Source: an optimization exercise on an open RTL-to-GDS flow (aim: small area and a short achievable clock period). Production flows keep margins and buffers that such runs may drop.
At most, simulation tests tie the RTL to the original design; equivalence was not proved.
Only the layout flow was run in run 8; the RTL was not checked for function there.
Power figures rest on the tool's default switching activity, not on a simulated workload.

==> flow/design.v <==
module egress_arb (
    input  wire        clk,
    input  wire        rst,           
    input  wire [15:0] req,           
    input  wire [15:0] fits,          
    input  wire [79:0] flits,         
    input  wire        map_we,        
    input  wire [3:0]  map_idx,
    input  wire [3:0]  map_val,
    input  wire        commit,        
    input  wire [15:0] clr,           
    output wire        gnt,           
    output wire [3:0]  gnt_idx,       
    output reg  [3:0]  last_win,      
    output wire        busy,          
    output wire [15:0] in_backoff,
    output wire [15:0] capped,        
    output wire [63:0] act_map        
);
    localparam integer KB = 7;        
    reg  [3:0]  map_sh  [0:15];
    reg  [3:0]  map_act [0:15];
    reg  [13:0] lf      [0:15];       
    reg  [15:0] inbo;                 
    reg  [15:0] cf;                   
    reg  [12:0] age     [0:15];       
    reg         p1, p2, p3, p4, p5;   
    reg  [15:0] parts;                
    reg  [15:0] sel;                  
    reg  [3:0]  win;
    reg  [3:0]  win_in;
    reg  [4:0]  scnt;                 
    reg  [1:0]  ssub;
    reg         busy_r;
    reg         cmt_pend;
    wire [15:0] present = req & fits & ~inbo;
    genvar g;
    generate
        for (g = 0; g < 16; g = g + 1) begin : g_map
            assign act_map[4*g +: 4] = map_act[g];
        end
    endgenerate
    assign in_backoff = inbo;
    assign gnt     = p5;
    assign gnt_idx = win;
    assign busy    = busy_r;
    wire idle     = ~(p1 | p2 | p3 | p4 | p5);
    wire any_pres = |present;
    wire open_now = idle & ~busy_r & any_pres;
    reg [15:0] ca;
    reg [3:0]  a_in;
    reg        anyb;
    always @(*) begin
        ca = parts;
        for (ba = 3; ba >= 0; ba = ba - 1) begin
            anyb = 1'b0;
            for (ia = 0; ia < 16; ia = ia + 1)
                anyb = anyb | (ca[ia] & map_act[ia][ba]);
            a_in[ba] = anyb;
            for (ia = 0; ia < 16; ia = ia + 1)
                ca[ia] = ca[ia] & (map_act[ia][ba] | ~anyb);
        end
        for (ba = 12; ba >= KB; ba = ba - 1) begin
            anyb = 1'b0;
            for (ia = 0; ia < 16; ia = ia + 1)
                anyb = anyb | (ca[ia] & age[ia][ba]);
            for (ia = 0; ia < 16; ia = ia + 1)
                ca[ia] = ca[ia] & (age[ia][ba] | ~anyb);
        end
    end
    reg [15:0] cb;
    reg [15:0] wb;
    reg [3:0]  wi;
    reg        anyz, anyc, taken;
    reg [15:0] lowz;
    always @(*) begin
        cb = sel;
        for (ib = 0; ib < 16; ib = ib + 1)
            lowz[ib] = (age[ib][KB-1:0] == {KB{1'b0}});
        anyz = 1'b0;
        for (ib = 0; ib < 16; ib = ib + 1)
            anyz = anyz | (cb[ib] & lowz[ib]);
        for (ib = 0; ib < 16; ib = ib + 1)
            cb[ib] = cb[ib] & (lowz[ib] | ~anyz);
        for (bb = KB - 1; bb >= 0; bb = bb - 1) begin
            anyc = 1'b0;
            for (ib = 0; ib < 16; ib = ib + 1)
                anyc = anyc | (cb[ib] & age[ib][bb]);
            for (ib = 0; ib < 16; ib = ib + 1)
                cb[ib] = cb[ib] & (age[ib][bb] | ~anyc);
        end
        taken = 1'b0;
        wb = 16'd0;
        wi = 4'd0;
        for (ib = 0; ib < 16; ib = ib + 1) begin
            wb[ib] = cb[ib] & ~taken;
            if (cb[ib] & ~taken) wi = ib[3:0];
            taken = taken | cb[ib];
        end
    end
    reg [4:0] win_flits;
    integer iw, ia, ba, ib, bb;
    always @(*) begin
        win_flits = 5'd0;
        for (iw = 0; iw < 16; iw = iw + 1)
            win_flits = win_flits | (flits[5*iw +: 5] & {5{sel[iw]}});
    end
    wire scnt_gt2 = (scnt[4] | scnt[3] | scnt[2] | (scnt[1] & scnt[0]));
    wire cmt_any   = commit | cmt_pend;
    wire cmt_apply = cmt_any & idle & ~open_now;
    always @(posedge clk) begin
        if (rst) begin
            p1       <= 1'b0;
            p2       <= 1'b0;
            p3       <= 1'b0;
            p4       <= 1'b0;
            p5       <= 1'b0;
            scnt     <= 5'd0;
            ssub     <= 2'd0;
            busy_r   <= 1'b0;
            cmt_pend <= 1'b0;
            last_win <= 4'd0;
        end else begin
            p1 <= open_now;
            p2 <= p1;
            p3 <= p2 & any_pres;
            p4 <= p3;
            p5 <= p4;
            if (p5)
                last_win <= win_in;
            busy_r <= p4 | p5 | ssub[1] | scnt_gt2;
            if (p5) begin
                ssub <= 2'd2;
                scnt <= win_flits;
            end else if (ssub != 2'd0) begin
                ssub <= ssub - 2'd1;
            end else if (scnt_gt2) begin
                ssub <= 2'd2;
                scnt <= scnt - 5'd2;
            end
            cmt_pend <= cmt_any & ~cmt_apply;
        end
        if (p2)
            parts <= present;
        if (p3) begin
            sel    <= ca;
            win_in <= a_in;
        end
        if (p4) begin
            sel <= wb;
            win <= wi;
        end
    end
    wire [3:0] val_d1 = map_val | {4{rst}};
    wire [3:0] val_d0 = map_val & {4{~rst}};
    reg [3:0]  sh_n, sh_d;
    reg [13:0] lf_n;
    reg [13:0] lf_lo;
    reg        kill, lose;
    integer i, b;
    always @(posedge clk) begin
        for (i = 0; i < 16; i = i + 1) begin
            for (b = 0; b < 4; b = b + 1)
                sh_d[b] = (((i < 8) ? 4'd12 : i - 8) >> b) & 1 ? val_d1[b] : val_d0[b];
            sh_n = (rst || (map_we && map_idx == i[3:0])) ? sh_d : map_sh[i];
            map_sh[i] <= sh_n;
            if (rst || cmt_apply)
                map_act[i] <= sh_n;
            if (rst || !req[i] || (p5 && sel[i]))
                age[i] <= 13'd0;
            else
                age[i] <= age[i] + {12'd0, ~age[i][12]};
            kill  = rst | clr[i] | (p5 & sel[i]);
            lose  = p5 & parts[i] & ~sel[i];
            lf_lo = {1'b0, lf[i][12:0]} + {13'd0, lose | inbo[i]};
            lf_n  = {lf[i][13] | lf_lo[13], lf_lo[12:0]};
            if (kill) begin
                lf[i]   <= 14'd16;
                inbo[i] <= 1'b0;
                cf[i]   <= 1'b0;
            end else begin
                lf[i]   <= lf_n;
                inbo[i] <= lose | (inbo[i] & (lf[i][13] ? ~lf_lo[13] :
                                              |(lf[i][12:0] & lf_lo[12:0])));
                cf[i]   <= cf[i] | (lose & lf[i][13]);
            end
        end
    end
    reg [3:0]  cap_lo [0:15];
    reg [3:0]  cap_hi [0:15];
    reg [15:0] capped_r;
    integer ic, ac, bc;
    always @(*) begin
        for (ic = 0; ic < 16; ic = ic + 1)
            for (ac = 0; ac < 4; ac = ac + 1) begin
                cap_lo[ic][ac] = cf[ic] & (map_act[ic][1:0] == ac[1:0]);
                cap_hi[ic][ac] = (map_act[ic][3:2] == ac[1:0]);
            end
        for (bc = 0; bc < 4; bc = bc + 1)
            for (ac = 0; ac < 4; ac = ac + 1) begin
                capped_r[4*bc+ac] = 1'b0;
                for (ic = 0; ic < 16; ic = ic + 1)
                    capped_r[4*bc+ac] = capped_r[4*bc+ac] |
                                        (cap_lo[ic][ac] & cap_hi[ic][bc]);
            end
    end
    assign capped = capped_r;
endmodule
==> flow/flow/run.sh <==
#!/bin/bash
# Standard ORFS layout, with the combinational logic of the standard
# synthesis re-mapped by ABC for area (registers kept as synthesized), and
# small port buffers. Each tool's output goes to a log in this folder.
set -euo pipefail
W=$PWD
R=$W/orfs/results/$FLOW_PLATFORM/egress_arb/base
LIB=$FLOW_HOME/platforms/$FLOW_PLATFORM/lib/sky130_fd_sc_hd__tt_025C_1v80.lib
YOSYS=$FLOW_HOME/../tools/install/yosys/bin/yosys
[ -x "$YOSYS" ] || YOSYS=yosys

# 1. the standard synthesis, unchanged
bash standard.sh synth > $W/log_1_synth.txt 2>&1

# 2. re-map its combinational logic; registers stay as they are
python3 flow/mkmap.py $LIB $W/cells_map.v > $W/log_2_mkmap.txt 2>&1
cp $R/1_2_yosys.v $W/std_1_2_yosys.v
DU=""
for c in sky130_fd_sc_hd__probe_p_8 sky130_fd_sc_hd__probec_p_8 sky130_fd_sc_hd__lpflow_*; do
  DU="$DU -dont_use $c"
done
$YOSYS -p "read_liberty -lib $LIB; read_verilog $W/std_1_2_yosys.v; hierarchy -top $FLOW_TOP; \
  techmap -map $W/cells_map.v; techmap; opt -purge; \
  abc -liberty $LIB $DU -script $W/flow/area.abc; opt_clean -purge; \
  hilomap -singleton -hicell sky130_fd_sc_hd__conb_1 HI -locell sky130_fd_sc_hd__conb_1 LO; \
  insbuf -buf sky130_fd_sc_hd__buf_4 A X; splitnets; opt_clean -purge; \
  write_verilog -noattr -noexpr -nohex -nodec $W/resyn_1_2_yosys.v; stat -liberty $LIB" \
  > $W/log_3_resyn.txt 2>&1
cp $W/resyn_1_2_yosys.v $R/1_2_yosys.v
rm -f $R/1_synth.odb $R/1_synth.sdc

# 3. the rest of the standard layout
bash standard.sh finish "BUFFER_PORTS_ARGS=-buffer_cell sky130_fd_sc_hd__buf_2" \
  SETUP_SLACK_MARGIN=31.0 \
  > $W/log_4_layout.txt 2>&1
==> flow/flow/area.abc <==
strash
&get -n
&fraig -x
&put
scorr
dc2
strash
&get -n
&dch -f
&nf -R 1000
&put
==> flow/flow/mkmap.py <==
# Writes a Yosys techmap file that turns each combinational cell of a
# Liberty library into the logic of its output functions.
# usage: python3 mkmap.py LIB.lib OUT.v
import re, sys
lib = open(sys.argv[1]).read()

def block(text, start):
    depth, i = 1, start
    while depth:
        c = text[i]
        if c == '{':
            depth += 1
        elif c == '}':
            depth -= 1
        i += 1
    return text[start:i]

out = []
for m in re.finditer(r'\n\s*cell\s*\(\s*"?(\w+)"?\s*\)\s*\{', lib):
    name, body = m.group(1), block(lib, m.end())
    if re.search(r'\b(ff|latch|statetable)\s*\(', body):
        continue
    pins = []
    for pm in re.finditer(r'\n\s*pin\s*\(\s*"?(\w+)"?\s*\)\s*\{', body):
        pb = block(body, pm.end())
        dm = re.search(r'direction\s*:\s*"?(\w+)"?', pb)
        fm = re.search(r'function\s*:\s*"([^"]*)"', pb)
        pins.append((pm.group(1), dm.group(1) if dm else None, fm.group(1) if fm else None))
    outs = [p for p in pins if p[1] == 'output']
    ins = [p for p in pins if p[1] == 'input']
    if not outs or any(p[2] is None for p in outs):
        continue
    ports = ["input %s" % p[0] for p in ins] + ["output %s" % p[0] for p in outs]
    lines = ["module \\%s (%s);" % (name, ", ".join(ports))]
    for p in outs:
        f = p[2].replace('!', '~').replace('+', '|').replace('*', '&')
        lines.append("  assign %s = %s;" % (p[0], f))
    lines.append("endmodule")
    out.append("\n".join(lines))
open(sys.argv[2], 'w').write("\n".join(out) + "\n")
print(len(out), "cells")
==> flow/standard.sh <==
#!/bin/bash
# synth_recipe.tcl (not shown) runs the flow's synth.tcl, then flattens the netlist and writes it again
# the make line also repeats each setting of config.mk as NAME=value (left out here)
make -C /OpenROAD-flow-scripts/flow DESIGN_CONFIG=/design/flow/config.mk WORK_HOME=/design/flow/orfs CLKGATE_MAP_FILE= SYNTH_SCRIPT=/design/flow/synth_recipe.tcl "${@:-finish}"
==> flow/config.mk <==
export PLATFORM = sky130hd
export DESIGN_NAME = egress_arb
export DESIGN_NICKNAME = egress_arb
export VERILOG_FILES = /design/flow/design.v
export SDC_FILE = /design/flow/constraint.sdc
export NUM_CORES = 4
export LEC_CHECK = 0
export CAP_MARGIN = 20
export CORE_MARGIN = 2
export CORE_UTILIZATION = 40
export SLEW_MARGIN = 20
==> flow/constraint.sdc <==
create_clock -name core_clock -period 42.0 [get_ports {clk}]
set_input_delay 8.4000 -clock core_clock [delete_from_list [all_inputs] [get_ports {clk}]]
set_output_delay 8.4000 -clock core_clock [all_outputs]
set_load 0.01 [all_outputs]
==> flow_summary.toml, run 1 <==
[die]
core_mm2 = 0.08042
fp.dieW_um = 288.7
initial_utilization_pct = 40.31
fp-row-count = 104
die-area_mm2 = 0.08333
ios = 246
die_h_um = 288.7

[critical_path]
startpoint = "map_act[4][3]"
cp.arrival_ps = 2630
r2r_end = "sel[5]"
crit_path_start_kind = "register"
critPathSlowestCell = "edfxtp_1"
critPathTopFamily = "simple AND/OR/NAND/NOR gates"
cp_num_buf_inv = 1
worstSetupPathType = "reg2out"
crit_path_end = "capped[1]"
cp.depth = 5
r2r_cells = 47
crit_required_ps = 33600
endpoint_kind = "output pin"
cp_cell_sequence = "nor3_1, nor4_2, nand3_1, or4_4, buf_2"
r2r-start = "map_act[12][3]"
crit_path_max_incr_delay_ps = 710
cp_max_fo = 10
rrSetupSlack_ps = 31620

[sta]
final-setup-viol-count = 0
fin_crit_sh_pct = 26.26
maxSlewViolCount = 0
hold_violations = 0
tightest_slew_ps = 1061
clock_skew_ps = 33.66
rsz0062_at_grt = "yes"
tns_ps = 0
layout_min_cycle_time_ps = 11030
fmax_ghz = 0.09066
setup_slack_ps = 30970
max_slew_margin_pct = 28.98

[cts]
cts-htree-levels = 3
root_buffer = "clkbuf_16"
clkTransAtPathRegs_ps = 60
cts_tree = "yes"
clk_latency_ps = 640
cts_max_path_buffers = 3
cts_made_buffers = 75
clock-sinks = 650

[drt]
post_drt_wl_per_cell_um = 26.25
ant_nets = 0
wl_mm = 145.7
wl_met2_mm = 64.86
initialDrtViolationCount = 3996
drt-met1-wl_mm = 56.89
routed.top_layer = "met4"
vias = 34870
route.met3.wl_mm = 11.59
drc = 0
vias_per_cell = 6.282
drt-pass1-iter-count = 7

[grt]
antenna_found_initial = 1
grt_pass1_wl_mm = 210.0
grt-ovfl-total = 0
grt_pass1_vias = 31820
grt_start_max_net_pins = 58
grt_usage_pct = 33.84

[finish]
fill_cells = 8053
layout-drive-gt1-share_pct = 13.73
area_delta_synth_final_pct = 20.55
nets = 4565

[power]
pwr-share-seq_pct = 42.9
swShare_pct = 28.10
power.switching_w = 0.0004463
power_w = 0.001588
pwr-share-comb_pct = 13.5
powerDensity_mw_per_mm2 = 40.63
leakage_nw = 14.60
power_frac_clock_pct = 43.6
ir_worst_vdd_uv = 31.74
internal_power_w = 0.001142

[logic_synthesis]
yosysWarnings = 7
synth_nets = 4104
postSynthAreaPerCell_um2 = 8.178
syn_area_mm2 = 0.03242
synthCells = 3964

[place]
port_buffers = 245
pre_cts_slack_ps = 29310
dpl.hpwl_mm = 108.7
globalplace.congestion = 1.049

[run_status]
status = "complete, no violations"

[worst_hold_path]
holdCritStartpoint = "map_sh[15][1]"
min_path_type = "reg2reg"

[flow_run]
drv_cap = 0
power groups by stage:
stage | sequential, W | clock (W) | combinational (W)
4_1_cts | 0.000681 | 0.000700 | 0.000199
3_5_place_dp | 0.000709 | 0 | 0.000166
2_1_floorplan | 0.000690 | 0 | 0.000102
3_3_place_gp | 0.000709 | 0 | 0.000167
5_1_grt | 0.000682 | 0.000724 | 0.000226
6_report | 0.000681 | 0.000692 | 0.000215
how the worst min path moves through the flow:
stage,endpoint,depth (start not counted)
after floorplan,map_sh[11][0],2
after global placement,map_sh[11][0],2
after detailed placement,map_sh[15][1],2
after CTS,map_sh[14][0],2
after global routing,map_sh[15][1],2
final,map_sh[15][1],2
per-stage QoR:
stage	area, um^2	util [%]	hold slack [ps]	cells
global placement	34930	43.44	439.0	5258
floorplan	32460	-	421.6	3964
detailed placement	34930	43.44	446.8	5258
global route	39070	48.58	480.3	5547
CTS	38670	48.09	460.9	5519
finish	39080	48.59	459.7	5551
cell type report:
class	instances	area, um^2	share of cell area (%)
multi-input cells	3165	17980	46.00
flip-flops and latches	650	14060	35.97
repair buffers	434	2699	6.906
clock buffers	106	2220	5.680
well taps	1060	1326	3.394
clock inverters	33	412.9	1.057
inverters	99	377.9	0.9670
diodes	4	10.01	0.02561
metal layers:
metal | global-route usage, % | up-vias
met5 | 0 | -
met3 | 6.185 | 624
met4 | 23.38 | 0
met1 | 41.24 | 16430
li1 | - | 15910
met2 | 54.28 | 1909
layout by cell type, fill, tap and decap left out, drive strengths merged, types with 39 or more instances in the layout:
cell type	instances
nor2	604
dfxtp	546
buf	434
nor3	367
a21oi	345
nand2	284
and3	176
and2	156
o21ai	152
nand3	136
clkinv	115
o21a	107
clkbuf	106
edfxtp	104
o22ai	70
nand4	54
nand2b	52
nor2b	49
nor4	49
a22oi	47
a211oi	39
o221ai	39
state kept, by name, indices dropped and copies added (netlist names):
register	cells
age	208
busy_r	1
cf	16
cmt_pend	1
inbo	16
last_win	4
lf	224
map_act	64
map_sh	64
p1	1
p2	1
p3	1
p4	1
p5	1
parts	16
scnt	5
sel	16
ssub	2
win	4
win_in	4
what timing repair did:
action | CTS | global route
hold buffers | 0 | 0
pin swaps | 13 | 10
setup buffers | 122 | 27
gates cloned | 0 | 1
endpoints found under the setup margin | 31 | 28
resized for setup | 44 | 35
worst reg2reg max path: cells and delay by family, from the launching register on:
family | cells | cell delay, ps
buffers and inverters | 6 | 1220
AND/OR/NAND/NOR | 17 | 2740
AO/OA/AOI/OAI | 24 | 5590
flip-flops | 1 | 560
==> run 2: changes to the inputs <==
--- a/flow/config.mk
+++ b/flow/config.mk
@@ -7,5 +7,5 @@
 export LEC_CHECK = 0
 export CAP_MARGIN = 20
 export CORE_MARGIN = 2
-export CORE_UTILIZATION = 40
+export CORE_UTILIZATION = 50
 export SLEW_MARGIN = 20
==> run 2 against run 1 <==
Routed wire length decreased by 3.4%. Clock power decreased by 2%. Utilization increased by 11 points. Area after synthesis unchanged.
==> flow_summary.toml, run 2 <==
[run_status]
status = "complete, no violations"

[cts]
root_buffer = "clkbuf_16"
cts_hold_buf = 0
cts_max_path_buffers = 3
cts-htree-levels = 3
clock-sinks = 650
clk_latency_ps = 660
cts_made_buffers = 72
cts_tree = "yes"
clkTransAtPathRegs_ps = 60

[finish]
layout-drive-gt1-share_pct = 12.67
nets = 4531
largest_register_ffs = 224
reg.largest.list = "lf x224, age x208"
final_cell_mix = "nor2_1, dfxtp_1, nor3_1"
area_delta_synth_final_pct = 18.30
fin_util_pct = 59.70
regMostFlops = "lf"
fill_cells = 5975
multi_input_area_mm2 = 0.01787
regArea_mm2 = 0.01406
final_common_cell = "nor2_1"

[critical_path]
r2r_cells = 47
endpoint_kind = "output pin"
worstSetupPathType = "reg2out"
cp_max_fo = 5
cp.arrival_ps = 2610
crit_path_start_kind = "register"
crit_required_ps = 33600

[power]
leakage_nw = 14.37
ir_worst_vdd_uv = 33.07
powerDensity_mw_per_mm2 = 40.96

[place]
dpl.hpwl_mm = 103.2
globalplace.congestion = 1.135
port_buffers = 245

[sta]
tightest_slew_ps = 1074
max_slew_margin_pct = 28.13
layout_min_cycle_time_ps = 11010
tns_ps = 0
hold_violations = 0
fmax_ghz = 0.09080
final-setup-viol-count = 0
clock_skew_ps = 49.93
maxSlewViolCount = 0
fin_crit_sh_pct = 26.22
rsz0062_at_grt = "yes"

[grt]
grt-ovfl-total = 0
grt_pass1_wl_mm = 204.7
grt_pass1_vias = 32110
grt_usage_pct = 40.65
antenna_found_initial = 3
grt_start_max_net_pins = 66

[flow_run]
drv_cap = 0

[logic_synthesis]
synthCells = 3964
synth_nets = 4104
postSynthAreaPerCell_um2 = 8.178
yosysWarnings = 7
syn_area_mm2 = 0.03242

[drt]
post_drt_wl_per_cell_um = 26.52
ant_nets = 0
drt-pass1-iter-count = 12
drc = 0
wl_mm = 140.8
initialDrtViolationCount = 4907
vias = 35360
vias_per_cell = 6.661

[die]
die-area_mm2 = 0.06688
die_h_um = 258.6
fp-row-count = 93
ios = 246
core_mm2 = 0.06423
initial_utilization_pct = 50.47
fp.dieW_um = 258.6

[worst_hold_path]
worstHoldPathCells = 2
min_path_type = "reg2reg"
[run 2: worst max-delay path: stages (launching register included)]
cell and delay (ps):
edfxtp_1 590, nor2_1 190, a22oi_1 270, nand4_1 210, or4_1 520, buf_2 180
[run 2: routing by layer]
metal	vias up	routed length, um	track usage [%]
li1	15830	-	-
met1	16420	52440	50.12
met2	2427	61250	63.11
met3	681	15200	9.497
met4	0	11910	28.10
met5	-	0	0
[run 2: path summary, 6_finish.rpt]
check	startpoint	to	slack, ps
setup / recovery	map_act[11][3]	capped[0]	30990
hold / removal	map_sh[15][0]	map_sh[15][0]	460
setup reg to reg	age[12][4]	win[0]	31600
hold reg to reg	map_sh[15][0]	map_sh[15][0]	460
[run 2: power by group]
group / internal, W / total [W] / switching [W] / leakage (nW)
Combinational: 0.0000682 / 0.000212 / 0.000144 / 7.77
Sequential: 0.000654 / 0.000684 / 0.0000293 / 5.36
Clock: 0.000399 / 0.000675 / 0.000276 / 1.24
[run 2: final cells by class]
class	count	area share (%)
Multi-Input combinational cell	3165	46.61
Sequential cell	650	36.65
Timing Repair Buffer	403	6.362
Clock buffer	104	5.410
Tap cell	855	2.790
Clock inverter	29	1.178
Inverter	99	0.9723
Antenna cell	4	0.02610
[run 2: timing repair]
item / 4_1_cts / 5_1_grt
setup endpoints to repair: 26 / 24
buffers inserted: 79 / 45
pin swaps: 5 / 6
gates resized for setup: 20 / 38
gates cloned: 0 / 1
[run 2: stage by stage]
step / area (um^2) / power, W / cells / hold WS (ps) / setup WS, ps
5_1_grt: 38340 / 0.001611 / 5306 / 487.2 / 30960
6_report: 38350 / 0.001571 / 5309 / 463.5 / 30990
3_3_place_gp: 34630 / 0.0008748 / 5047 / 440.0 / 29490
3_5_place_dp: 34630 / 0.0008734 / 5047 / 446.0 / 29400
2_1_floorplan: 32460 / 0.0007917 / 3964 / 421.6 / 30860
4_1_cts: 37840 / 0.001554 / 5259 / 460.3 / 31010
==> run 3: changes to the inputs <==
--- a/flow/flow/run.sh
+++ b/flow/flow/run.sh
@@ -31,5 +31,5 @@
 
 # 3. the rest of the standard layout
 bash standard.sh finish "BUFFER_PORTS_ARGS=-buffer_cell sky130_fd_sc_hd__buf_2" \
-  SETUP_SLACK_MARGIN=31.0 \
+  SETUP_SLACK_MARGIN=31.5 \
   > $W/log_4_layout.txt 2>&1
--- a/flow/config.mk
+++ b/flow/config.mk
@@ -7,5 +7,5 @@
 export LEC_CHECK = 0
 export CAP_MARGIN = 20
 export CORE_MARGIN = 2
-export CORE_UTILIZATION = 50
+export CORE_UTILIZATION = 40
 export SLEW_MARGIN = 20
==> run 3 against run 2 <==
Sequential share of layout area is 2.2 points lower. Setup slack better by 82 ps. Largest cell class unchanged. Clock skew is 19 ps lower. Fmax is 0.75% higher. Critical path type unchanged. Largest power group is now the clock network. Register-to-register slack better by 200 ps. Worst hold slack worse by 5.4 ps.
==> flow_summary.toml, run 3 <==
[run_status]
status = "complete, no violations"

[logic_synthesis]
syn_area_mm2 = 0.03242
postSynthAreaPerCell_um2 = 8.178
synth_nets = 4104
synthCells = 3964
yosysWarnings = 7

[finish]
final_cell_mix = "nor2_1, dfxtp_1, nor3_1"
largest_register_ffs = 224
area_delta_synth_final_pct = 25.89
layout-drive-gt1-share_pct = 18.54
final_cell_area_mm2 = 0.04081
nets = 4663
regMostFlops = "lf"
final_common_cell = "nor2_1"
stdcell_count = 5646
reg.largest.list = "lf x224, age x208"

[sta]
final-setup-viol-count = 0
fin_crit_sh_pct = 26.03
layout_min_cycle_time_ps = 10930
maxSlewViolCount = 0
tightest_slew_ps = 1125
rsz0062_at_grt = "yes"
clock_skew_ps = 31.00
tns_ps = 0
max_slew_margin_pct = 24.70
fmax_ghz = 0.09148
hold_violations = 0

[die]
die-area_mm2 = 0.08333
fp.dieW_um = 288.7
die_h_um = 288.7
core_mm2 = 0.08042
ios = 246
initial_utilization_pct = 40.31
fp-row-count = 104

[critical_path]
worstSetupPathType = "reg2out"
cp.arrival_ps = 2530
crit_path_start_kind = "register"
crit_required_ps = 33600
rrSetupSlack_ps = 31800
startpoint = "map_act[14][0]"
cp_max_fo = 5
endpoint_kind = "output pin"
r2r-start = "sel[8]"

[cts]
clkTransAtPathRegs_ps = 60
cts_max_path_buffers = 3
cts_hold_buf = 0
clk_latency_ps = 650
cts_tree = "yes"
clock-sinks = 650
root_buffer = "clkbuf_16"
cts_made_buffers = 76
cts-htree-levels = 3

[place]
postPlaceCellArea_mm2 = 0.03493
dp_cells = 5257
globalplace.congestion = 1.044
port_buffers = 245
dpl.hpwl_mm = 110.7

[grt]
grt_start_max_net_pins = 66
grt_usage_pct = 34.73
grt_pass1_vias = 32400
antenna_found_initial = 2
grt_pass1_wl_mm = 214.2
grt-ovfl-total = 0

[power]
leakage_nw = 15.39
ir_worst_vdd_uv = 28.87
powerDensity_mw_per_mm2 = 40.01

[drt]
ant_nets = 0
vias_per_cell = 6.267
drt-pass1-iter-count = 9
initialDrtViolationCount = 4150
vias = 35380
wl_mm = 150.9
drc = 0
post_drt_wl_per_cell_um = 26.73

[worst_hold_path]
min_path_type = "reg2reg"
holdCritStartpoint = "map_sh[12][0]"

[flow_run]
drv_cap = 0
run 3: timing repair:
action,in CTS,in global routing
pin swaps,36,55
gates resized for setup,127,182
gates cloned,0,5
setup buffers,172,71
endpoints found under the setup margin,34,34
run 3: where the power goes:
part | internal [W] | switching (W)
logic | 0.0000878 | 0.000159
registers | 0.000654 | 0.0000237
clock network | 0.000424 | 0.000284
run 3: per-layer routing:
metal | GRT usage, % | vias up | share of wire (%)
met2 | 55.76 | 1992 | 45
met3 | 6.382 | 642 | 8.2
met5 | 0 | - | 0
met1 | 42.23 | 16640 | 39
met4 | 24.19 | 0 | 8.4
li1 | - | 16110 | -
run 3: layout make-up:
type	instances	area (um^2)
clock inverter	29	425.4
antenna	1	2.502
multi-input combinational	3167	18800
timing repair buffer	529	3527
sequential	650	14070
inverter	99	377.9
clock buffer	111	2278
fill	7805	39610
tap	1060	1326
run 3: metrics by stage:
stage / power [W] / setup slack (ps) / utilization, % / hold WS (ps)
after floorplan: 0.0007917 / 30860 / - / 421.6
after global placement: 0.0008782 / 29230 / 43.44 / 440.7
after detailed placement: 0.0008763 / 29010 / 43.44 / 447.8
after CTS: 0.001610 / 31030 / 49.07 / 460.1
after global routing: 0.001677 / 31040 / 50.74 / 471.0
final: 0.001633 / 31070 / 50.75 / 458.0
run 3: path summary, 6_finish.rpt:
kind | end | depth (start not counted)
setup reg to reg | win[1] | 50
setup / recovery | capped[3] | 6
hold / removal | map_sh[12][0] | 2
hold reg to reg | map_sh[12][0] | 2
run 3: critical path: stages, from the launching register on:
cell      delay (ps)
edfxtp_1         540
nand3_4          180
nor3_2            50
or4_4            550
nor4_4           290
nand3_1          120
buf_2            170
==> run 4: changes to the inputs <==
--- a/flow/flow/run.sh
+++ b/flow/flow/run.sh
@@ -1,7 +1,8 @@
 #!/bin/bash
 # Standard ORFS layout, with the combinational logic of the standard
 # synthesis re-mapped by ABC for area (registers kept as synthesized), and
-# small port buffers. Each tool's output goes to a log in this folder.
+# small port buffers, timing repair aimed near the clock period the
+# CAPPED outputs set, and a clock tree with larger sink clusters. Each tool's output goes to a log in this folder.
 set -euo pipefail
 W=$PWD
 R=$W/orfs/results/$FLOW_PLATFORM/egress_arb/base
@@ -31,5 +32,6 @@
 
 # 3. the rest of the standard layout
 bash standard.sh finish "BUFFER_PORTS_ARGS=-buffer_cell sky130_fd_sc_hd__buf_2" \
-  SETUP_SLACK_MARGIN=31.5 \
+  SETUP_SLACK_MARGIN=31.0 \
+  "CTS_ARGS=-sink_clustering_enable -repair_clock_nets -sink_clustering_size 26 -sink_clustering_max_diameter 100 -dont_use_dummy_load" \
   > $W/log_4_layout.txt 2>&1
==> run 4 against run 3 <==
Area after synthesis stayed put. Sequential power is essentially flat. Largest power group is now registers. Critical endpoint is now capped[12]. Critical path depth is 1 lower. Total power is 24% lower. Worst hold slack improved by 7.0 ps. Via count fell by 3.4%. Setup slack got worse by 180 ps. First-iteration DRC count shrank 1.9%. Still clean on timing, DRC and antenna. Combinational power down 15%. Global-route usage shrank 1.3 points.
==> flow_summary.toml, run 4 <==
[run_status]
status = "complete, no violations"

[sta]
hold_violations = 0
layout_min_cycle_time_ps = 11110
clock_skew_ps = 83.62
rsz0062_at_grt = "yes"
fin_crit_sh_pct = 26.46
maxSlewViolCount = 0
final-setup-viol-count = 0
tns_ps = 0
fmax_ghz = 0.08999
tightest_slew_ps = 1091
setup_slack_ps = 30890
max_slew_margin_pct = 27.01

[critical_path]
crit_path_start_kind = "register"
worstSetupPathType = "reg2out"
cp_max_fo = 10
r2r-start = "age[12][3]"
endpoint_kind = "output pin"
startpoint = "map_act[14][3]"
crit_required_ps = 33600
cp.arrival_ps = 2710

[flow_run]
drv_cap = 0

[cts]
root_buffer = "clkbuf_16"
cts_max_path_buffers = 3
cts_made_buffers = 35
cts-htree-levels = 2
clkTransAtPathRegs_ps = 100
cts_hold_buf = 0
clock-sinks = 650
clk_latency_ps = 600
cts_tree = "yes"

[grt]
grt_pass1_wl_mm = 207.8
grt_usage_pct = 33.48
grt_start_max_net_pins = 58
grt_pass1_vias = 31270
antenna_found_initial = 2
grt-ovfl-total = 0

[finish]
final_cell_mix = "nor2_1, dfxtp_1, nor3_1"
final_common_cell = "nor2_1"
regMostFlops = "lf"
nets = 4512
fill_cells = 8212
reg.largest.list = "lf x224, age x208"
area_delta_synth_final_pct = 14.61
stdcell_count = 5432
layout-drive-gt1-share_pct = 11.74
largest_register_ffs = 224

[die]
fp.dieW_um = 288.7
initial_utilization_pct = 40.31
die_h_um = 288.7
die-area_mm2 = 0.08333
fp-row-count = 104
ios = 246
core_mm2 = 0.08042

[power]
powerDensity_mw_per_mm2 = 33.57
ir_worst_vdd_uv = 29.64
power.switching_w = 0.0003743
internal_power_w = 0.0008727
pwr-share-seq_pct = 54.6
swShare_pct = 30.02
leakage_nw = 13.65
pwr-share-comb_pct = 16.9
power_frac_clock_pct = 28.5

[logic_synthesis]
syn_area_mm2 = 0.03242
synth_nets = 4104
postSynthAreaPerCell_um2 = 8.178
synthCells = 3964
yosysWarnings = 7

[drt]
post_drt_wl_per_cell_um = 26.56
drt-met1-wl_mm = 57.17
initialDrtViolationCount = 4070
wl_met2_mm = 64.11
drc = 0
drt-pass1-iter-count = 7
route.met3.wl_mm = 10.99
ant_nets = 0
wl_mm = 144.3
routed.top_layer = "met4"
vias_per_cell = 6.289
vias = 34160

[place]
dpl.hpwl_mm = 108.7
globalplace.congestion = 1.049
pre_cts_slack_ps = 29310
port_buffers = 245
dp_cells = 5258

[worst_hold_path]
holdCritStartpoint = "map_sh[14][0]"
min_path_type = "reg2reg"
## run 4: worst paths after layout
check                  end  depth (start not counted)  slack, ps
min          map_sh[14][0]                          2        470
max             capped[12]                          5      30890
max reg2reg         win[1]                         46      31480
min reg2reg  map_sh[14][0]                          2        470
## run 4: power by group through the flow
stage                     logic, W  registers, W  clock network, W
final                     0.000210      0.000681          0.000356
after global routing      0.000222      0.000682          0.000382
after CTS                 0.000196      0.000681          0.000363
after detailed placement  0.000166      0.000709                 0
after global placement    0.000167      0.000709                 0
after floorplan           0.000102      0.000690                 0
## run 4: repair_timing
action                                  CTS  global route
endpoints found under the setup margin   30            27
setup buffers                           111            25
pin swaps                                12             4
resized for setup                        40            33
hold endpoints to repair                  0             0
cloned                                    0             1
## run 4: routing by layer
metal,up-vias,global-route usage [%]
met5,-,0
met2,1747,53.75
met4,0,23.07
met1,16140,41.38
li1,15710,-
met3,570,5.197
## run 4: metrics by stage
stage                     total power, W  instance area (um^2)  hold WS, ps  utilization, %
final                           0.001247                 37150        465.1           46.20
after global routing            0.001286                 37150        488.6           46.19
after CTS                       0.001241                 36820        466.3           45.78
after detailed placement       0.0008749                 34930        446.8           43.44
after global placement         0.0008762                 34930        439.0           43.44
after floorplan                0.0007917                 32460        421.6               -
## run 4: area by class of cell
type                       count  area, um^2  share of cell area [%]
multi-input combinational   3165       17930                   48.27
sequential                   650       14060                   37.84
timing repair buffer         421        2576                   6.934
inverter                      99       377.9                   1.017
clock buffer                  35       875.8                   2.357
antenna                        2       5.005                 0.01347
tap                         1060        1326                   3.570
## run 4: critical path, stage by stage (launching register included)
cell	delay, ps
edfxtp_1	590
nand2_1	360
o22ai_1	160
nor4_2	480
nand4_1	300
buf_2	230
==> run 5: changes to the inputs <==
==> flow/flow/area.abc (replaced) <==
strash
&get -n
&fraig -x
&put
scorr
dc2
strash
&get -n
&deepsyn -T 200
&put
strash
&get -n
&dch -f
&nf -R 1000
&put
--- a/flow/config.mk
+++ b/flow/config.mk
@@ -7,5 +7,5 @@
 export LEC_CHECK = 0
 export CAP_MARGIN = 20
 export CORE_MARGIN = 2
-export CORE_UTILIZATION = 40
+export CORE_UTILIZATION = 55
 export SLEW_MARGIN = 20
==> run 5 against run 4 <==
Clock power decreased by 8.7%. Cell count decreased by 8.1%. Worst hold slack got worse by 17 ps. Count of clock-buffer cells in the layout decreased by 5. Setup slack got worse by 86 ps. Non-clock buffer count increased by 31. Largest power group unchanged.
==> flow_summary.toml, run 5 <==
[sta]
fin_crit_sh_pct = 26.66
hold_ws_ps = 447.9
hold_violations = 0
tightest_slew_ps = 1120
clock_skew_ps = 59.94
fmax_ghz = 0.08929
layout_min_cycle_time_ps = 11200
maxSlewViolCount = 0
tns_ps = 0
max_slew_margin_pct = 25.25
final-setup-viol-count = 0
rsz0062_at_grt = "yes"

[cts]
cts-htree-levels = 1
clk_latency_ps = 660
cts_max_path_buffers = 3
cts_made_buffers = 30
cts_tree = "yes"
root_buffer = "clkbuf_16"
clock-sinks = 650
clkTransAtPathRegs_ps = 120
cts_hold_buf = 0

[critical_path]
cp.arrival_ps = 2800
crit_required_ps = 33600
cp_max_fo = 5
worstSetupPathType = "reg2out"
crit_path_start_kind = "register"
endpoint_kind = "output pin"

[power]
leakage_nw = 13.48
powerDensity_mw_per_mm2 = 37.05
ir_worst_vdd_uv = 48.34

[finish]
stdcell_count = 4990
regArea_mm2 = 0.01406
final_cell_mix = "dfxtp_1, nor2_1, a21oi_1"
regMostFlops = "lf"
layout-drive-gt1-share_pct = 13.42
fill_cells = 4642
final_common_cell = "dfxtp_1"
nets = 4368
multi_input_area_mm2 = 0.01704
largest_register_ffs = 224
area_delta_synth_final_pct = 15.00
reg.largest.list = "lf x224, age x208"

[die]
die_h_um = 243.5
initial_utilization_pct = 55.74
core_mm2 = 0.05660
fp-row-count = 87
fp.dieW_um = 243.5
die-area_mm2 = 0.05929
ios = 246

[grt]
grt_start_max_net_pins = 66
grt_pass1_wl_mm = 206.5
grt_usage_pct = 45.80
antenna_found_initial = 11
grt-ovfl-total = 0
grt_pass1_vias = 33090

[drt]
initialDrtViolationCount = 5342
ant_nets = 0
vias_per_cell = 7.068
post_drt_wl_per_cell_um = 28.66
vias = 35270
drt-pass1-iter-count = 9
drc = 0
wl_mm = 143.0

[logic_synthesis]
synth_nets = 3935
postSynthAreaPerCell_um2 = 8.313
yosysWarnings = 7
synthCells = 3795
syn_area_mm2 = 0.03155

[place]
globalplace.congestion = 1.108
dpl.hpwl_mm = 106.1
port_buffers = 245
dp_cells = 4776

[run_status]
status = "complete, no violations"

[worst_hold_path]
min_path_type = "reg2reg"

[flow_run]
drv_cap = 0
-- run 5: timing repair --
item	in CTS	in global routing
resized for setup	71	59
setup buffers	123	53
pin swaps	15	17
endpoints found under the setup margin	34	35
-- run 5: layout make-up --
type / instances / share of cell area, %
multi-input cells: 2936 / 46.97
flip-flops and latches: 650 / 38.75
repair buffers: 452 / 7.856
well taps: 756 / 2.607
clock buffers: 30 / 2.069
inverters: 158 / 1.697
diodes: 8 / 0.05518
-- run 5: layer usage --
layer  vias up  GRT usage (%)  wire, um
met4        10          25.72     10010
met5         -         0.2451        61
met1     16610          56.47     51480
met3       658          14.00     19950
li1      15130              -         -
met2      2863          71.35     61480
-- run 5: through the flow --
stage | worst slack (ps) | utilization [%] | power [W] | instance area, um^2
final | 30800 | 64.10 | 0.001344 | 36280
after global routing | 30840 | 64.08 | 0.001366 | 36270
after CTS | 30850 | 62.83 | 0.001303 | 35560
after detailed placement | 28830 | 59.39 | 0.0009517 | 33620
after global placement | 29040 | 59.38 | 0.0009488 | 33610
after floorplan | 31120 | - | 0.0008456 | 31580
-- run 5: worst max-delay path, stage by stage, from the launching register on --
cell and delay (ps):
edfxtp_1 510, buf_6 180, nand2_4 120, o31ai_1 150, or4_4 550, or4_4 520
buf_6 140
-- run 5: path summary, 6_finish.rpt --
kind / start / end / slack [ps] / cells after the start
worst max register to register: sel[12] / win[1] / 31450 / 44
worst min register to register: win_in[3] / last_win[3] / 450 / 1
worst min-delay path: win_in[3] / last_win[3] / 450 / 1
worst max-delay path: map_act[11][1] / capped[14] / 30800 / 6
-- run 5: where the power goes --
part	total [W]	switching, W	internal, W
clock network	0.000325	0.000197	0.000127
registers	0.000708	0.0000413	0.000667
logic	0.000312	0.000207	0.000105
==> run 6: changes to the inputs <==
--- a/flow/config.mk
+++ b/flow/config.mk
@@ -7,5 +7,5 @@
 export LEC_CHECK = 0
 export CAP_MARGIN = 20
 export CORE_MARGIN = 2
-export CORE_UTILIZATION = 55
+export CORE_UTILIZATION = 50
 export SLEW_MARGIN = 20
==> run 6 against run 5 <==
Critical path depth fell by 1. Cell count rose by 0.74%. Non-clock buffer count decreased by 48. Clock power increased by 2%. Die area increased by 10%. Register-to-register slack better by 30 ps. Via count decreased by 5.9%. Worst hold slack worse by 6.2 ps. Total power shrank 6.3%. Final area is 0.93% lower. Combinational power fell by 22%. Sequential power shrank 3.1%. Largest power group unchanged. Highest routed layer unchanged.
==> flow_summary.toml, run 6 <==
[power]
ir_worst_vdd_uv = 33.40
internal_power_w = 0.0008678
pwr-share-seq_pct = 54.5
swShare_pct = 31.09
power.switching_w = 0.0003915
pwr-share-comb_pct = 19.3
power_frac_clock_pct = 26.2
leakage_nw = 13.25
powerDensity_mw_per_mm2 = 35.03

[cts]
clkTransAtPathRegs_ps = 100
cts-htree-levels = 1
cts_made_buffers = 31
clock-sinks = 650
clk_latency_ps = 650
root_buffer = "clkbuf_16"
cts_max_path_buffers = 3
cts_tree = "yes"

[sta]
fin_crit_sh_pct = 26.41
maxSlewViolCount = 0
tns_ps = 0
layout_min_cycle_time_ps = 11090
rsz0062_at_grt = "yes"
max_slew_margin_pct = 31.41
hold_ws_ps = 441.6
clock_skew_ps = 42.70
final-setup-viol-count = 0
fmax_ghz = 0.09015
tightest_slew_ps = 1029
hold_violations = 0

[logic_synthesis]
syn_area_mm2 = 0.03160
synth_nets = 3932
yosysWarnings = 7
synthCells = 3792
postSynthAreaPerCell_um2 = 8.333

[critical_path]
crit_required_ps = 33600
crit_path_start_kind = "register"
worstSetupPathType = "reg2out"
cp_max_fo = 7
endpoint_kind = "output pin"
cp.arrival_ps = 2690
r2r_cells = 47

[finish]
layout-drive-gt1-share_pct = 11.87
fin_util_pct = 57.29
largest_register_ffs = 224
final_cell_area_mm2 = 0.03594
final_common_cell = "dfxtp_1"
nets = 4321
reg.largest.list = "lf x224, age x208"
area_delta_synth_final_pct = 13.74
final_cell_mix = "dfxtp_1, nor2_1, a21oi_1"
regMostFlops = "lf"

[place]
port_buffers = 245
postPlaceCellArea_mm2 = 0.03375
globalplace.congestion = 1.116
dpl.hpwl_mm = 96.36

[die]
initial_utilization_pct = 50.37
fp-row-count = 92
core_mm2 = 0.06274
fp.dieW_um = 255.4
die_h_um = 255.4
die-area_mm2 = 0.06523
ios = 246

[drt]
wl_mm = 128.8
initialDrtViolationCount = 4637
post_drt_wl_per_cell_um = 25.62
vias_per_cell = 6.600
drt-pass1-iter-count = 8
drc = 0
ant_nets = 0
vias = 33180

[grt]
grt_pass1_vias = 29390
grt_pass1_wl_mm = 187.0
grt-ovfl-total = 0
grt_start_max_net_pins = 66
grt_usage_pct = 37.45
antenna_found_initial = 4

[run_status]
status = "complete, no violations"

[flow_run]
drv_cap = 0

[worst_hold_path]
worstHoldPathCells = 1
min_path_type = "reg2reg"
-- run 6: power groups by stage --
stage / combinational (W) / clock (W) / sequential [W]
2_1_floorplan: 0.000109 / 0 / 0.000697
3_3_place_gp: 0.000176 / 0 / 0.000719
3_5_place_dp: 0.000175 / 0 / 0.000719
4_1_cts: 0.000208 / 0.000335 / 0.000691
5_1_grt: 0.000252 / 0.000354 / 0.000687
6_report: 0.000243 / 0.000330 / 0.000686
-- run 6: per-layer routing --
layer	share of wire (%)	vias to the layer above	track usage, %
li1	-	15090	-
met1	40	15360	49.58
met2	42	2225	57.07
met3	12	506	9.504
met4	5.7	2	17.97
met5	0.010	-	0
-- run 6: path summary, 6_finish.rpt --
kind	from	end	slack (ps)
max	map_act[4][3]	capped[13]	30910
min	win_in[3]	last_win[3]	440
min reg2reg	win_in[3]	last_win[3]	440
max reg2reg	map_act[10][3]	sel[13]	31480
-- run 6: what timing repair did --
| item | 4_1_cts | 5_1_grt |
|---|---|---|
| pin swaps | 4 | 13 |
| endpoints found under the setup margin | 29 | 31 |
| cloned | 2 | 1 |
| gates resized for setup | 34 | 50 |
| hold buffers | 0 | 0 |
| setup buffers | 57 | 73 |
-- run 6: layout make-up --
| class | count | area (um^2) |
|---|---|---|
| antenna | 2 | 5.005 |
| clock buffer | 31 | 775.7 |
| fill | 5878 | 26790 |
| inverter | 137 | 515.5 |
| multi-input combinational | 2957 | 17050 |
| sequential | 650 | 14060 |
| tap | 846 | 1059 |
| timing repair buffer | 404 | 2471 |
-- run 6: stage by stage --
stage                     std cells  power [W]  worst slack, ps
final                          5027   0.001259            30910
after CTS                      4951   0.001234            30960
after global placement         4861  0.0008952            28860
after global routing           5025   0.001293            30820
after detailed placement       4861  0.0008938            28710
after floorplan                3792  0.0008062            31080
-- run 6: critical path, cell delays in order (launching register included) --
cell and delay [ps]:
edfxtp_1 540, nand3_1 390, o22ai_1 160, nor4_2 490, nand3_1 250, buf_2 210
==> run 7: changes to the inputs <==
--- a/flow/flow/run.sh
+++ b/flow/flow/run.sh
@@ -32,6 +32,6 @@
 
 # 3. the rest of the standard layout
 bash standard.sh finish "BUFFER_PORTS_ARGS=-buffer_cell sky130_fd_sc_hd__buf_2" \
-  SETUP_SLACK_MARGIN=31.0 \
+  SETUP_SLACK_MARGIN=30.6 \
   "CTS_ARGS=-sink_clustering_enable -repair_clock_nets -sink_clustering_size 26 -sink_clustering_max_diameter 100 -dont_use_dummy_load" \
   > $W/log_4_layout.txt 2>&1
==> run 7 against run 6 <==
Count of clock-buffer cells in the layout grew 3. Final area decreased by 2.1%. Largest cell class unchanged. Register-to-register slack lost 300 ps. Die area increased by 0.47%. Clock power up 6%. Global-route usage decreased by 0.13 points. Critical endpoint is now capped[4]. Critical path depth up 1. Fmax down 3.4%. Via count fell by 2.1%. Sequential share of layout area is 0.82 points higher. Worst hold slack lost 17 ps. First-iteration DRC count is 11% lower.
==> flow_summary.toml, run 7 <==
[critical_path]
cp_num_buf_inv = 1
r2r-start = "map_act[6][3]"
cp_max_fo = 11
rrSetupSlack_ps = 31180
r2r_cells = 48
crit_path_start_kind = "register"
critPathSlowestCell = "nor3b_1"
crit_path_max_incr_delay_ps = 1070
worstSetupPathType = "reg2out"
crit_required_ps = 33600
critPathTopFamily = "simple AND/OR/NAND/NOR gates"
cp.arrival_ps = 3080
endpoint_kind = "output pin"
r2r_end = "sel[4]"
cp_cell_sequence = "nor3b_1, a221oi_1, o2111ai_1, a211oi_1, nand3_1, buf_2"

[finish]
regMostFlops = "lf"
final_common_cell = "dfxtp_1"
final_cell_mix = "dfxtp_1, nor2_1, nor3_1"
largest_register_ffs = 224
layout-drive-gt1-share_pct = 8.932
area_delta_synth_final_pct = 10.82
reg.largest.list = "lf x224, age x208"
nets = 4251

[drt]
route.met3.wl_mm = 13.57
routed.top_layer = "met5"
initialDrtViolationCount = 4140
vias_per_cell = 6.553
drt-met1-wl_mm = 51.91
drc = 0
vias = 32490
wl_met2_mm = 54.58
wl_mm = 126.7
drt-pass1-iter-count = 9
ant_nets = 0
post_drt_wl_per_cell_um = 25.56

[grt]
grt_pass1_wl_mm = 186.7
grt-ovfl-total = 0
grt_pass1_vias = 29570
grt_start_max_net_pins = 66
antenna_found_initial = 4
grt_usage_pct = 37.32

[sta]
rsz0062_at_grt = "no"
hold_violations = 0
tightest_slew_ps = 1214
fmax_ghz = 0.08707
tns_ps = 0
final-setup-viol-count = 0
hold_ws_ps = 424.6
maxSlewViolCount = 0
fin_crit_sh_pct = 27.34
max_slew_margin_pct = 18.90
layout_min_cycle_time_ps = 11480
clock_skew_ps = 78.48

[place]
dpl.hpwl_mm = 96.78
globalplace.congestion = 1.049
port_buffers = 245

[cts]
clock-sinks = 650
cts-htree-levels = 2
cts_hold_buf = 0
cts_max_path_buffers = 3
cts_made_buffers = 34
root_buffer = "clkbuf_16"
clk_latency_ps = 610
cts_tree = "yes"
clkTransAtPathRegs_ps = 100

[die]
die-area_mm2 = 0.06554
fp.dieW_um = 256
die_h_um = 256
core_mm2 = 0.06297
fp-row-count = 92
ios = 246
initial_utilization_pct = 50.43

[logic_synthesis]
synth_nets = 3951
postSynthAreaPerCell_um2 = 8.332
synthCells = 3811
syn_area_mm2 = 0.03175
yosysWarnings = 7

[power]
leakage_nw = 12.85
ir_worst_vdd_uv = 36.88
powerDensity_mw_per_mm2 = 37.48
power_w = 0.001319

[worst_hold_path]
min_path_type = "reg2reg"
holdCritStartpoint = "win_in[3]"
whs_endpoint = "last_win[3]"
worstHoldPathCells = 1

[flow_run]
drv_cap = 0

[run_status]
status = "complete, no violations"
[run 7: area by class of cell]
class | count | area, um^2
timing repair buffer | 315 | 1783
tap | 846 | 1059
sequential | 650 | 14060
inverter | 130 | 489.2
antenna | 3 | 7.507
clock buffer | 34 | 850.8
multi-input combinational | 2980 | 16940
fill | 6003 | 27780
[run 7: worst max-delay path by stage]
stage	start	endpoint	slack (ps)	cells after the start
2_1_floorplan	map_act[6][3]	sel[13]	30650	42
3_3_place_gp	map_act[8][3]	sel[13]	29540	44
3_5_place_dp	map_act[8][3]	sel[4]	29390	44
4_1_cts	map_act[13][1]	capped[7]	30600	6
5_1_grt	map_act[6][3]	sel[2]	30590	47
6_report	map_act[0][0]	capped[4]	30520	6
[run 7: worst reg2reg max path: cells and delay by family, from the launching register on]
family	cells	cell delay [ps]
AO/OA/AOI/OAI	27	6340
AND/OR/NAND/NOR	12	1950
buffers and inverters	9	1680
flip-flops	1	620
[run 7: metrics by stage]
step / utilization (%) / std cells / instance area, um^2 / setup slack (ps)
CTS: 55.68 / 4946 / 35060 / 30600
global placement: 53.97 / 4890 / 33980 / 29540
finish: 55.88 / 4958 / 35190 / 30520
detailed placement: 53.97 / 4890 / 33980 / 29390
floorplan: - / 3811 / 31770 / 30650
global route: 55.87 / 4955 / 35180 / 30590
[run 7: where the power goes]
| part | total (W) | switching [W] | leakage (nW) | internal [W] |
|---|---|---|---|---|
| clock | 0.000349 | 0.000204 | 0.419 | 0.000146 |
| sequential | 0.000724 | 0.0000573 | 5.34 | 0.000666 |
| combinational | 0.000246 | 0.000167 | 7.09 | 0.0000786 |
[run 7: what timing repair did]
item,CTS,global route
setup endpoints to repair,21,21
setup buffers,22,9
resized for setup,11,13
pin swaps,2,3
[run 7: routing by layer]
layer  vias to the layer above  track usage [%]
met5                         -                0
met4                         4            17.33
met3                       392            9.002
met2                      1919            57.66
met1                     15220            49.33
li1                      14950                -
==> run 8: changes to the inputs <==
--- a/flow/design.v
+++ b/flow/design.v
@@ -17,7 +17,7 @@
     output wire [15:0] capped,        
     output wire [63:0] act_map        
 );
-    localparam integer KB = 7;        
+    localparam integer KB = 8;        
     reg  [3:0]  map_sh  [0:15];
     reg  [3:0]  map_act [0:15];
     reg  [13:0] lf      [0:15];       
--- a/flow/flow/run.sh
+++ b/flow/flow/run.sh
@@ -32,6 +32,6 @@
 
 # 3. the rest of the standard layout
 bash standard.sh finish "BUFFER_PORTS_ARGS=-buffer_cell sky130_fd_sc_hd__buf_2" \
-  SETUP_SLACK_MARGIN=30.6 \
-  "CTS_ARGS=-sink_clustering_enable -repair_clock_nets -sink_clustering_size 26 -sink_clustering_max_diameter 100 -dont_use_dummy_load" \
+  SETUP_SLACK_MARGIN=30.9 \
+  "CTS_ARGS=-sink_clustering_enable -repair_clock_nets -sink_clustering_size 30 -sink_clustering_max_diameter 100 -dont_use_dummy_load" \
   > $W/log_4_layout.txt 2>&1
==> run 8 against run 7 <==
Still clean. Count of clock-buffer cells in the layout down 6. Cell count grew 1.2%. Total power shrank 4.4%. Routed wire length up 3.9%. Flip-flop and latch count did not move. Via count grew 2.9%. Critical path depth unchanged. Critical endpoint is now capped[13].
==> flow_summary.toml, run 8 <==
[run_status]
status = "complete, no violations"

[die]
initial_utilization_pct = 50.57
die_h_um = 256.4
die-area_mm2 = 0.06572
core_mm2 = 0.06297
ios = 246
fp-row-count = 92
fp.dieW_um = 256.4

[sta]
rsz0062_at_grt = "yes"
clock_skew_ps = 62.79
final-setup-viol-count = 0
max_slew_margin_pct = 35.00
layout_min_cycle_time_ps = 11170
fin_crit_sh_pct = 26.59
hold_violations = 0
fmax_ghz = 0.08955
maxSlewViolCount = 0
tightest_slew_ps = 973.7
tns_ps = 0

[grt]
grt_usage_pct = 38.33
grt_pass1_vias = 30210
grt_start_max_net_pins = 66
grt_pass1_wl_mm = 192.5
grt-ovfl-total = 0
antenna_found_initial = 6

[flow_run]
drv_cap = 0

[critical_path]
worstSetupPathType = "reg2out"
cp.arrival_ps = 2770
r2r_cells = 45
endpoint_kind = "output pin"
r2r_end = "sel[13]"
r2r-start = "age[2][5]"
cp_max_fo = 8
rrSetupSlack_ps = 31260
crit_required_ps = 33600
crit_path_start_kind = "register"

[finish]
fin_util_pct = 56.40
final_cell_mix = "dfxtp_1, nor2_1, nor3_1"
regMostFlops = "lf"
reg.largest.list = "lf x224, age x208"
nets = 4307
final_cell_area_mm2 = 0.03551
final_common_cell = "dfxtp_1"
layout-drive-gt1-share_pct = 10.16
largest_register_ffs = 224
area_delta_synth_final_pct = 11.53

[cts]
cts-htree-levels = 1
clock-sinks = 650
cts_hold_buf = 0
cts_max_path_buffers = 3
cts_made_buffers = 28
clk_latency_ps = 650
cts_tree = "yes"
root_buffer = "clkbuf_16"
clkTransAtPathRegs_ps = 110

[drt]
drt-pass1-iter-count = 12
ant_nets = 0
wl_mm = 131.7
post_drt_wl_per_cell_um = 26.26
vias = 33430
initialDrtViolationCount = 4613
drc = 0
vias_per_cell = 6.664

[power]
powerDensity_mw_per_mm2 = 35.50
ir_worst_vdd_uv = 40.37
pwr-share-seq_pct = 57.0
swShare_pct = 32.04
leakage_nw = 12.90
pwr-share-comb_pct = 18.2
internal_power_w = 0.0008569
power.switching_w = 0.0004039
power_frac_clock_pct = 24.8

[worst_hold_path]
worstHoldPathCells = 1
min_path_type = "reg2reg"
holdCritStartpoint = "win_in[2]"
whs_endpoint = "last_win[2]"

[logic_synthesis]
yosysWarnings = 7
synthCells = 3824
synth_nets = 3964
postSynthAreaPerCell_um2 = 8.327
syn_area_mm2 = 0.03184

[place]
postPlaceCellArea_mm2 = 0.03399
globalplace.congestion = 1.120
port_buffers = 245
dpl.hpwl_mm = 99.61
[run 8: how the worst max path moves through the flow]
stage	from	end	cells past startpoint
finish	map_act[12][1]	capped[13]	6
global route	map_act[9][3]	sel[0]	48
detailed placement	sel[10]	sel[12]	51
CTS	map_act[14][0]	capped[0]	6
floorplan	sel[1]	sel[13]	42
global placement	sel[10]	sel[12]	51
[run 8: area by class of cell]
type                    instances  area, um^2
flip-flops and latches        650       14060
repair buffers                364        2126
fillers                      5957       27450
diodes                          5       12.51
inverters                     149       559.3
clock buffers                  28       700.7
multi-input cells            2974       16990
well taps                     846        1059
[run 8: worst max-delay path: stages, from the launching register on]
cell      delay (ps)
edfxtp_1         680
clkinv_1         270
nand2_1          300
o22ai_1          130
nor4_1           440
nand2_1          130
buf_2            160
[run 8: per-layer routing]
metal / global-route usage (%) / vias to the layer above / routed length, um
met5: 0 / - / 0
met4: 21.82 / 0 / 9021
met3: 9.015 / 563 / 15020
met2: 59.15 / 2265 / 56330
met1: 49.25 / 15520 / 51330
li1: - / 15080 / -
[run 8: repair_timing]
item / CTS / global route
setup endpoints to repair: 14 / 27
setup buffers: 25 / 65
gates resized for setup: 6 / 28
gates cloned: 1 / 0
pin swaps: 1 / 5
hold endpoints to repair: 0 / 0
[run 8: stage by stage]
stage               total power (W)  cells  setup WS (ps)  hold WS (ps)
floorplan                 0.0008257   3824          30980         430.9
global placement          0.0009268   4892          30010         440.0
detailed placement        0.0009245   4892          30190         449.1
CTS                        0.001236   4946          30900         447.0
global route               0.001294   5012          30810         460.2
finish                     0.001261   5016          30830         447.3
[run 8: power groups by stage]
stage	registers, W	logic (W)	clock network, W
finish	0.000719	0.000230	0.000313
global route	0.000717	0.000240	0.000337
detailed placement	0.000743	0.000182	0
CTS	0.000721	0.000198	0.000317
floorplan	0.000706	0.000119	0
global placement	0.000743	0.000184	0
==> run 9: changes to the inputs <==
--- a/flow/design.v
+++ b/flow/design.v
@@ -17,7 +17,7 @@
     output wire [15:0] capped,        
     output wire [63:0] act_map        
 );
-    localparam integer KB = 8;        
+    localparam integer KB = 7;        
     reg  [3:0]  map_sh  [0:15];
     reg  [3:0]  map_act [0:15];
     reg  [13:0] lf      [0:15];       
==> run 9 against run 8 <==
Fmax shrank 0.46%. Register-to-register slack lost 250 ps. Flip-flop and latch count is the same. Clock skew grew 12 ps. Setup slack lost 52 ps. Critical path depth is the same. Die area shrank 1.3%. Still clean. Largest power group unchanged. First-iteration DRC count grew 0.98%. Highest routed layer is now met5.
==> flow_summary.toml, run 9 <==
[worst_hold_path]
worstHoldPathCells = 1
holdCritStartpoint = "win_in[0]"
min_path_type = "reg2reg"
whs_endpoint = "last_win[0]"

[power]
pwr-share-seq_pct = 55.4
leakage_nw = 12.88
power_w = 0.001272
power.switching_w = 0.0004073
power_frac_clock_pct = 24.6
pwr-share-comb_pct = 20.0
ir_worst_vdd_uv = 37.83
internal_power_w = 0.0008647
swShare_pct = 32.02
powerDensity_mw_per_mm2 = 35.93

[grt]
grt_start_max_net_pins = 66
grt_pass1_wl_mm = 201.9
grt-ovfl-total = 0
grt_usage_pct = 41.82
antenna_found_initial = 10
grt_pass1_vias = 31470

[drt]
drc = 0
post_drt_wl_per_cell_um = 28.38
vias = 34060
initialDrtViolationCount = 4658
ant_nets = 0
vias_per_cell = 6.868
drt-pass1-iter-count = 9
wl_mm = 140.8

[place]
postPlaceCellArea_mm2 = 0.03359
globalplace.congestion = 1.036
pre_cts_slack_ps = 29240
port_buffers = 245
dpl.hpwl_mm = 107.0

[die]
initial_utilization_pct = 50.75
die_h_um = 254.7
ios = 246
fp-row-count = 91
core_mm2 = 0.06194
die-area_mm2 = 0.06489
fp.dieW_um = 254.7

[finish]
area_delta_synth_final_pct = 12.62
fill_cells = 5574
fin_util_pct = 57.16
largest_register_ffs = 224
final_cell_area_mm2 = 0.03540
regMostFlops = "lf"
reg.largest.list = "lf x224, age x208"
nets = 4259
final_common_cell = "dfxtp_1"
layout-drive-gt1-share_pct = 11.12
final_cell_mix = "dfxtp_1, nor2_1, nor3_1"

[sta]
clock_skew_ps = 74.86
hold_violations = 0
final-setup-viol-count = 0
maxSlewViolCount = 0
layout_min_cycle_time_ps = 11220
rsz0062_at_grt = "yes"
tightest_slew_ps = 1169
fin_crit_sh_pct = 26.71
fmax_ghz = 0.08914
max_slew_margin_pct = 21.93
tns_ps = 0
setup_slack_ps = 30780

[cts]
cts_made_buffers = 28
root_buffer = "clkbuf_16"
cts_max_path_buffers = 3
clock-sinks = 650
cts_hold_buf = 0
clkTransAtPathRegs_ps = 110
cts_tree = "yes"
clk_latency_ps = 650
cts-htree-levels = 1

[critical_path]
cp_cell_sequence = "clkinv_1, nand3_1, nor3_1, nor4_2, nand3_1, buf_2"
r2r_cells = 40
crit_path_max_incr_delay_ps = 520
cp.arrival_ps = 2820
endpoint_kind = "output pin"
crit_path_start_kind = "register"
rrSetupSlack_ps = 31010
r2r-start = "sel[2]"
r2r_end = "win[0]"
crit_top_cell = "nand3_1"
crit_required_ps = 33600
cp_max_fo = 5
worstSetupPathType = "reg2out"
critPathSlowestCell = "edfxtp_1"

[flow_run]
drv_cap = 0

[logic_synthesis]
synth_nets = 3900
synthCells = 3760
postSynthAreaPerCell_um2 = 8.360
syn_area_mm2 = 0.03143
yosysWarnings = 7

[run_status]
status = "complete, no violations"
## run 9: layout make-up
class	count	area [um^2]	area share, %
inverter	128	480.5	1.357
timing repair buffer	380	2267	6.404
clock buffer	28	700.7	1.979
tap	837	1047	2.958
sequential	650	14060	39.71
multi-input combinational	2931	16830	47.55
antenna	5	12.51	0.03534
## run 9: worst max-delay path, delay by kind of cell (launching register included)
family	cells	cell delay (ps)
simple gates	4	1220
buf+inv	2	450
flops	1	520
## run 9: how the worst max path moves through the flow
stage                  start         to  slack, ps  depth (start not counted)
2_1_floorplan  map_act[8][3]    sel[12]      31010                         41
3_3_place_gp        parts[8]    sel[12]      29600                         43
3_5_place_dp        parts[8]     sel[3]      29240                         43
4_1_cts        map_act[4][1]  capped[1]      30890                          6
5_1_grt        map_act[6][0]  capped[1]      30860                          7
6_report       map_act[2][0]  capped[2]      30780                          6
## run 9: layer usage
layer	global-route usage [%]	part of all wire, %	wire length [um]	up-vias
met1	53.72	38	53690	16380
met5	0	0.0064	9	-
met2	65.65	44	61760	2374
met3	10.34	12	17170	442
met4	20.70	5.8	8128	2
li1	-	-	-	14860
## run 9: per-stage QoR
step           hold WS (ps)  cells
6_report              426.6   4959
5_1_grt               439.2   4956
4_1_cts               429.3   4900
3_5_place_dp          448.5   4822
3_3_place_gp          443.4   4822
2_1_floorplan         428.2   3760
## run 9: what timing repair did
item                                    4_1_cts  5_1_grt
endpoints found under the setup margin       32       29
buffers inserted                             50       54
cloned                                        0        0
endpoints found under the hold margin         0        0
resized for setup                            34       33
pin swaps                                     6        7
## run 9: power by group through the flow
stage | Combinational [W] | Sequential, W | Clock (W)
2_1_floorplan | 0.000121 | 0.000705 | 0
3_3_place_gp | 0.000191 | 0.000732 | 0
3_5_place_dp | 0.000193 | 0.000732 | 0
4_1_cts | 0.000222 | 0.000707 | 0.000313
5_1_grt | 0.000262 | 0.000705 | 0.000331
6_report | 0.000254 | 0.000705 | 0.000313
==> run 10: changes to the inputs <==
--- a/flow/config.mk
+++ b/flow/config.mk
@@ -7,5 +7,5 @@
 export LEC_CHECK = 0
 export CAP_MARGIN = 20
 export CORE_MARGIN = 2
-export CORE_UTILIZATION = 50
+export CORE_UTILIZATION = 45
 export SLEW_MARGIN = 20
==> run 10 against run 9 <==
Clock skew grew 34 ps. Highest routed layer unchanged. Flip-flop and latch count is the same. Via count shrank 3.4%. Still clean. Synthesized cell count grew 1.4%. Register-to-register slack gained 530 ps. Count of clock-buffer cells in the layout grew 1. Critical endpoint is now capped[3]. Utilization shrank 5.3 points. Setup slack lost 230 ps. Clock power grew 2%. Sequential power grew 1%. Largest power group unchanged.
==> flow_summary.toml, run 10 <==
[finish]
final_cell_area_mm2 = 0.03626
regMostFlops = "lf"
area_delta_synth_final_pct = 14.19
largest_register_ffs = 224
final_cell_mix = "dfxtp_1, nor2_1, nor3_1"
final_common_cell = "dfxtp_1"
layout-drive-gt1-share_pct = 12.17
nets = 4348
fill_cells = 6914
reg.largest.list = "lf x224, age x208"

[die]
fp.dieW_um = 269.6
initial_utilization_pct = 45.42
die-area_mm2 = 0.07270
ios = 246
core_mm2 = 0.06991
fp-row-count = 97
die_h_um = 269.6

[sta]
max_slew_margin_pct = 28.38
hold_violations = 0
fmax_ghz = 0.08733
rsz0062_at_grt = "yes"
tns_ps = 0
tightest_slew_ps = 1061
layout_min_cycle_time_ps = 11450
maxSlewViolCount = 0
final-setup-viol-count = 0
clock_skew_ps = 108.8
fin_crit_sh_pct = 27.27
hold_ws_ps = 403.1

[power]
power_w = 0.001314
powerDensity_mw_per_mm2 = 36.23
ir_worst_vdd_uv = 40.16
leakage_nw = 13.39

[critical_path]
crit_path_max_incr_delay_ps = 540
crit_path_start_kind = "register"
crit_required_ps = 33600
worstSetupPathType = "reg2out"
cp.arrival_ps = 3050
cp_cell_sequence = "and3b_2, a31oi_2, o311ai_2, a2111oi_4, o311ai_4, or3_1, buf_2"
critPathSlowestCell = "edfxtp_1"
endpoint_kind = "output pin"
cp_max_fo = 2

[logic_synthesis]
synth_nets = 3951
synthCells = 3811
yosysWarnings = 7
postSynthAreaPerCell_um2 = 8.332
syn_area_mm2 = 0.03175

[grt]
grt_pass1_wl_mm = 193.1
grt_start_max_net_pins = 66
grt-ovfl-total = 0
grt_usage_pct = 34.71
grt_pass1_vias = 29960
antenna_found_initial = 2

[cts]
cts-htree-levels = 1
clkTransAtPathRegs_ps = 110
clk_latency_ps = 660
clock-sinks = 650
cts_tree = "yes"
cts_hold_buf = 0
cts_made_buffers = 29
root_buffer = "clkbuf_16"
cts_max_path_buffers = 3

[place]
postPlaceCellArea_mm2 = 0.03409
port_buffers = 245
dpl.hpwl_mm = 99.02
globalplace.congestion = 1.008

[flow_run]
drv_cap = 0

[drt]
initialDrtViolationCount = 4313
post_drt_wl_per_cell_um = 25.58
vias = 32910
drt-pass1-iter-count = 6
vias_per_cell = 6.392
ant_nets = 0
wl_mm = 131.7
drc = 0

[worst_hold_path]
min_path_type = "reg2reg"

[run_status]
status = "complete, no violations"
[run 10: worst paths after layout]
| kind | end | from | cells after the start | slack, ps |
|---|---|---|---|---|
| hold / removal | last_win[1] | win_in[1] | 1 | 400 |
| hold reg to reg | last_win[1] | win_in[1] | 1 | 400 |
| setup / recovery | capped[3] | map_act[12][0] | 7 | 30550 |
| setup reg to reg | win[0] | sel[6] | 45 | 31540 |
[run 10: layout make-up]
cell class / count / area, um^2 / area share [%]
timing repair buffer: 416 / 2550 / 7.033
multi-input combinational: 2981 / 17250 / 47.57
clock buffer: 29 / 725.7 / 2.002
inverter: 130 / 494.2 / 1.363
sequential: 650 / 14060 / 38.77
antenna: 2 / 5.005 / 0.01380
tap: 940 / 1176 / 3.244
[run 10: routing by layer]
metal | share of wire [%] | GRT usage (%)
met1 | 42 | 47.26
met2 | 44 | 54.71
met3 | 9.1 | 6.047
met4 | 4.8 | 13.79
met5 | 0.013 | 0
[run 10: what timing repair did]
item | 4_1_cts | 5_1_grt
setup endpoints to repair | 27 | 32
buffers inserted | 69 | 65
gates resized for setup | 34 | 61
pin swaps | 6 | 18
cloned | 1 | 0
[run 10: worst max-delay path, delay by kind of cell, from the launching register on]
family | cells | cell delay [ps]
flops | 1 | 540
compound gates | 4 | 1080
simple gates | 2 | 670
buf+inv | 1 | 150
[run 10: power breakdown]
| group | internal [W] | switching (W) |
|---|---|---|
| Sequential | 0.000666 | 0.0000452 |
| Clock | 0.000123 | 0.000196 |
| Combinational | 0.0000948 | 0.000188 |
| Total | 0.000884 | 0.000429 |
[run 10: per-stage QoR]
step,cells,setup WS (ps),utilization [%]
3_3_place_gp,4982,28390,48.77
4_1_cts,5081,30650,50.79
2_1_floorplan,3811,30990,-
6_report,5148,30550,51.87
3_5_place_dp,4982,28330,48.77
5_1_grt,5146,30540,51.86

Re-timed with assumed drivers on the ports (clkbuf_16 on the clock, buf_2 on other inputs), run 10 has 30.481 ns of setup slack against 30.549 ns with ideal ports, and 30.735 ns once port delays also move by the mid clock arrival of 0.675 ns.
